What follows belongs to an exercise in optimizing a design on an open flow for small area, a short achievable clock period and few clock cycles per item; a production flow would make more cautious choices. Function was checked by simulation only, so behaviour that the tests miss may differ from the original.

Design aes_enc, start of the top module:
module aes_enc (
    input  wire         clk,
    input  wire         rst,         
    input  wire         start,       
    input  wire [1:0]   key_len,     
    input  wire [255:0] key,         
    input  wire [127:0] din,         
    output wire         ready,       
    output reg          done,        
    output wire [127:0] dout
);
==> flow/config.mk <==
export PLATFORM = sky130hd
export DESIGN_NAME = aes_enc
export DESIGN_NICKNAME = aes_enc
export VERILOG_FILES = /design/flow/design.v
export SDC_FILE = /design/flow/constraint.sdc
export NUM_CORES = 8
export LEC_CHECK = 0
export CAP_MARGIN = 20
export CORE_MARGIN = 2
export CORE_UTILIZATION = 45
export PLACE_DENSITY = 0.6
export SLEW_MARGIN = 20
export SYNTH_HIERARCHICAL = 1
==> flow/constraint.sdc <==
create_clock -name core_clock -period 15.0 [get_ports {clk}]
set_input_delay 3.0000 -clock core_clock [delete_from_list [all_inputs] [get_ports {clk}]]
set_output_delay 3.0000 -clock core_clock [all_outputs]
set_load 0.01 [all_outputs]
standard.sh (not shown) runs the stock make flow with config.mk's settings and CLKGATE_MAP_FILE= SYNTH_SCRIPT=/design/flow/synth_recipe.tcl, a recipe that flattens the netlist after the stock synthesis.
==> flow/flow/run.sh <==
#!/bin/bash
# Layout flow: the standard flow (standard.sh, unchanged synthesis), with
# plain buf_1 cells as the port buffers instead of the flow's default choice,
# and timing repair asked for a setup margin (the SDC is unchanged).
set -euo pipefail
bash standard.sh "BUFFER_PORTS_ARGS=-buffer_cell sky130_fd_sc_hd__buf_1" "SETUP_SLACK_MARGIN=10.5" \
  finish > make_finish.log 2>&1
The baseline finished clean.
Testbench counts at the start, summed over its fixed seeds: cycles 28,456, blocks 2,400.
Edit:
==> flow/flow/run.sh (replaced) <==
#!/bin/bash
# Layout flow: the standard flow (standard.sh, unchanged synthesis), with
# plain buf_1 cells as the port buffers instead of the flow's default choice,
# a clock tree of clkbuf_8 cells without dummy loads, and timing repair asked
# for a setup margin (the SDC is unchanged).
set -euo pipefail
bash standard.sh "BUFFER_PORTS_ARGS=-buffer_cell sky130_fd_sc_hd__buf_1" "SETUP_SLACK_MARGIN=10.8" \
  "CTS_ARGS=-sink_clustering_enable -repair_clock_nets -dont_use_dummy_load -buf_list sky130_fd_sc_hd__clkbuf_8" \
  finish > make_finish.log 2>&1
Effect: Global-route usage barely changes; worst setup slack loses 0.049 ns; clock-buffer cell count is higher by 21; synthesized cell count does not change; worst hold slack got worse by 0.0070 ns; cell count rose by 0.40%; non-clock buffer count climbs by 67; fmax decreases by 1.1%; die area does not change.

---

## build 61
Another version of the RTL of aes_enc (not shown whole).
Size: roughly 1000 flip-flops, about 520 I/O pins, about 56000 um^2 of cells after synthesis.
## aes_enc
module aes_enc (
    input  wire         clk,
    input  wire         rst,         
    input  wire         start,       
    input  wire [1:0]   key_len,     
    input  wire [255:0] key,         
    input  wire [127:0] din,         
    output wire         ready,       
    output reg          done,        
    output wire [127:0] dout
);
    reg        rdy;          
    reg        rsel, nrsel;  
    reg        xv, xm192, xm256, xr1;
    reg  [2:0] xkc;
    reg  [3:0] xcnt;
    reg  [7:0] xrcon;
    reg        yv, ym192, ym256, ylast;
    reg  [2:0] ykc;
    reg  [3:0] ycnt;
    reg  [7:0] yrcon;
    assign ready = rdy;
    function [2:0] kc_next;
        input [2:0] kc;
        input       m192, m256;
        kc_next = m192 ? ((kc == 3'd4) ? 3'd2 : (kc == 3'd2) ? 3'd0 : 3'd4) :
                  m256 ? (kc ^ 3'd4) : 3'd0;
    endfunction
    wire       xm192_d = rdy ? (key_len == 2'd1) : ym192;
    wire       xm256_d = rdy ? (key_len == 2'd2) : ym256;
    wire [2:0] xkc_d   = rdy ? ((key_len == 2'd0) ? 3'd0 : 3'd4) : kc_next(ykc, ym192, ym256);
    wire       xr1_d   = rdy;
    wire [7:0] xrcon_d = rdy ? 8'h01 : ym02 ? ({yrcon[6:0], 1'b0} ^ (yrcon[7] ? 8'h1b : 8'h00)) : yrcon;
    wire       kc0_d  = (xkc_d == 3'd0);
    wire       kc4_d  = (xkc_d == 3'd4);
    wire       p0_d   = kc0_d || (xm256_d && kc4_d && !xr1_d);   
    wire       p2_d   = xm192_d && kc4_d;                        
    wire       ik01_d = xr1_d && (xm256_d || xm192_d);           
    wire       ik23_d = xr1_d && xm256_d;                        
    wire [2:0] nkc_d  = kc_next(xkc_d, xm192_d, xm256_d);        
    reg kc0, p2, xrotw;
    reg sa01, sb01, sa23, sb23, sc;      
    reg c0, c1, c2, c3;                  
    reg xm01, xm23;                      
    reg xsna, xsnb, xsnc;                
    always @(posedge clk) begin
        kc0   <= kc0_d;
        p2    <= p2_d;
        xrotw <= kc0_d || p2_d;
        sa01  <= xm256_d || ik01_d;
        sb01  <= xm192_d && !ik01_d;
        sa23  <= xm256_d;
        sb23  <= xm192_d;
        sc    <= !xm192_d && !xm256_d;
        c0    <= !(p0_d || ik01_d);
        c1    <= !ik01_d;
        c2    <= !(p2_d || ik23_d);
        c3    <= !ik23_d;
  ...
Settings: LEC_CHECK=0, CAP_MARGIN=20, CORE_MARGIN=2, CORE_UTILIZATION=45, PLACE_DENSITY=0.6, SLEW_MARGIN=20, SYNTH_HIERARCHICAL=1; clock period 15.0 ns.
==> flow/flow/run.sh <==
#!/bin/bash
# Layout flow: the standard flow (standard.sh, unchanged synthesis), with
# plain buf_1 cells as the port buffers instead of the flow's default choice,
# a clock tree of clkbuf_8 cells without dummy loads, and timing repair asked
# for a setup margin (the SDC is unchanged).
set -euo pipefail
bash standard.sh "BUFFER_PORTS_ARGS=-buffer_cell sky130_fd_sc_hd__buf_1" "SETUP_SLACK_MARGIN=10.5" \
  "CTS_ARGS=-sink_clustering_enable -repair_clock_nets -dont_use_dummy_load -buf_list sky130_fd_sc_hd__clkbuf_8" \
  finish > make_finish.log 2>&1
Testbench counts of build 61, summed over its fixed seeds: cycles 28,456, blocks 2,400.
Inputs modified between build 61 and build 69:
# build 61
export LEC_CHECK = 0
export CAP_MARGIN = 20
export CORE_MARGIN = 2
export CORE_UTILIZATION = 45
export PLACE_DENSITY = 0.6
export SLEW_MARGIN = 20
export SYNTH_HIERARCHICAL = 1
create_clock -name core_clock -period 15.0 [get_ports {clk}]
# build 69
export LEC_CHECK = 0
export CAP_MARGIN = 10
export CORE_MARGIN = 2
export CORE_UTILIZATION = 45
export PLACE_DENSITY = 0.6
export SLEW_MARGIN = 10
export SYNTH_HIERARCHICAL = 1
create_clock -name core_clock -period 15.0 [get_ports {clk}]
diff --git a/flow/flow/run.sh b/flow/flow/run.sh
--- a/flow/flow/run.sh
+++ b/flow/flow/run.sh
@@ -4 +4 @@
-# a clock tree of clkbuf_8 cells without dummy loads, and timing repair asked
+# a clock tree of clkbuf_16 cells without dummy loads, and timing repair asked
@@ -8 +8 @@
-  "CTS_ARGS=-sink_clustering_enable -repair_clock_nets -dont_use_dummy_load -buf_list sky130_fd_sc_hd__clkbuf_8" \
+  "CTS_ARGS=-sink_clustering_enable -repair_clock_nets -dont_use_dummy_load -buf_list sky130_fd_sc_hd__clkbuf_16" \
==> run notes <==
Relative to build 61, the via count of build 69 is lower by 346.
[compare] base=build 61 new=build 69: sequential-to-total area share from yosys stat closely matched the old numbers; relative slew slack has decreased.
On time the final worst path needs with I/O delays and setup, the lower figure sits with build 69, not build 61.
Build 61 → build 69: count of plain and timing-repair buffers in the layout lost 0.70%; count of non-CTS inverters in the layout was more or less identical; final cell count went down by 72.
Input-level comparison between build 60 and build 69:
# build 69
export LEC_CHECK = 0
export CAP_MARGIN = 10
export CORE_MARGIN = 2
export CORE_UTILIZATION = 45
export PLACE_DENSITY = 0.6
export SLEW_MARGIN = 10
export SYNTH_HIERARCHICAL = 1
create_clock -name core_clock -period 15.0 [get_ports {clk}]
# build 60
export LEC_CHECK = 0
export CAP_MARGIN = 20
export CORE_MARGIN = 2
export CORE_UTILIZATION = 45
export PLACE_DENSITY = 0.6
export SLEW_MARGIN = 20
export SYNTH_HIERARCHICAL = 1
create_clock -name core_clock -period 15.0 [get_ports {clk}]
## What came out
- The part of the cycle the worst path needs number comes out higher for build 69 vs build 60.
- Number of nets with antenna violations after routing: build 60 vs build 69 identical
- Build 69 -> build 60: all-layer global routing usage flat
- There was hardly any difference in detailed placer's ending HPWL between build 60 and build 69.
- Compared with build 69, build 60 shows TritonCTS buffer count that has gone down slightly.

==> port drivers added, routing unchanged <==
The results above use ideal ports. As a check the final layouts listed here were re-extracted and re-timed, cells and wires unchanged.
Step 1, drivers: a clkbuf_16 drives clk and a buf_2 each remaining input, both assumed.
Step 2 adds t to the input delays and takes it off the output delays; t is the mean of the earliest and latest rising clock arrival at the registers after step 1. Input paths then give back, and output paths get back, about the clock's delay inside the block.
a / b / c = ideal ports / drivers / drivers and shift; a / b = the first two.
run | t, ns | slack for setup (ns) | hold WS [ns] | worst slew at a driven data input, ns | cell pins on the clock port's net
the first run of note 1 | 0.819 | 10.616 / 10.536 / 10.186 | 0.326 / 0.326 / 0.326 | 0.19 | 1
the second run of note 1 | 0.931 | 10.567 / 10.482 / 10.195 | 0.319 / 0.319 / 0.319 | 0.24 | 1
build 61 | 0.945 | 10.540 / 10.471 / 10.230 | 0.325 / 0.325 / 0.325 | 0.16 | 1
build 69 | 0.776 | 10.590 / 10.516 / 10.202 | 0.325 / 0.325 / 0.325 | 0.16 | 1
build 60 | 0.796 | 10.669 / 10.595 / 10.138 | 0.316 / 0.316 / 0.316 | 0.15 | 1
After both steps every run listed still meets setup and hold. For build 60, which loses most, drivers alone change the setup slack by -0.074 ns; drivers and shift together by -0.531 ns.
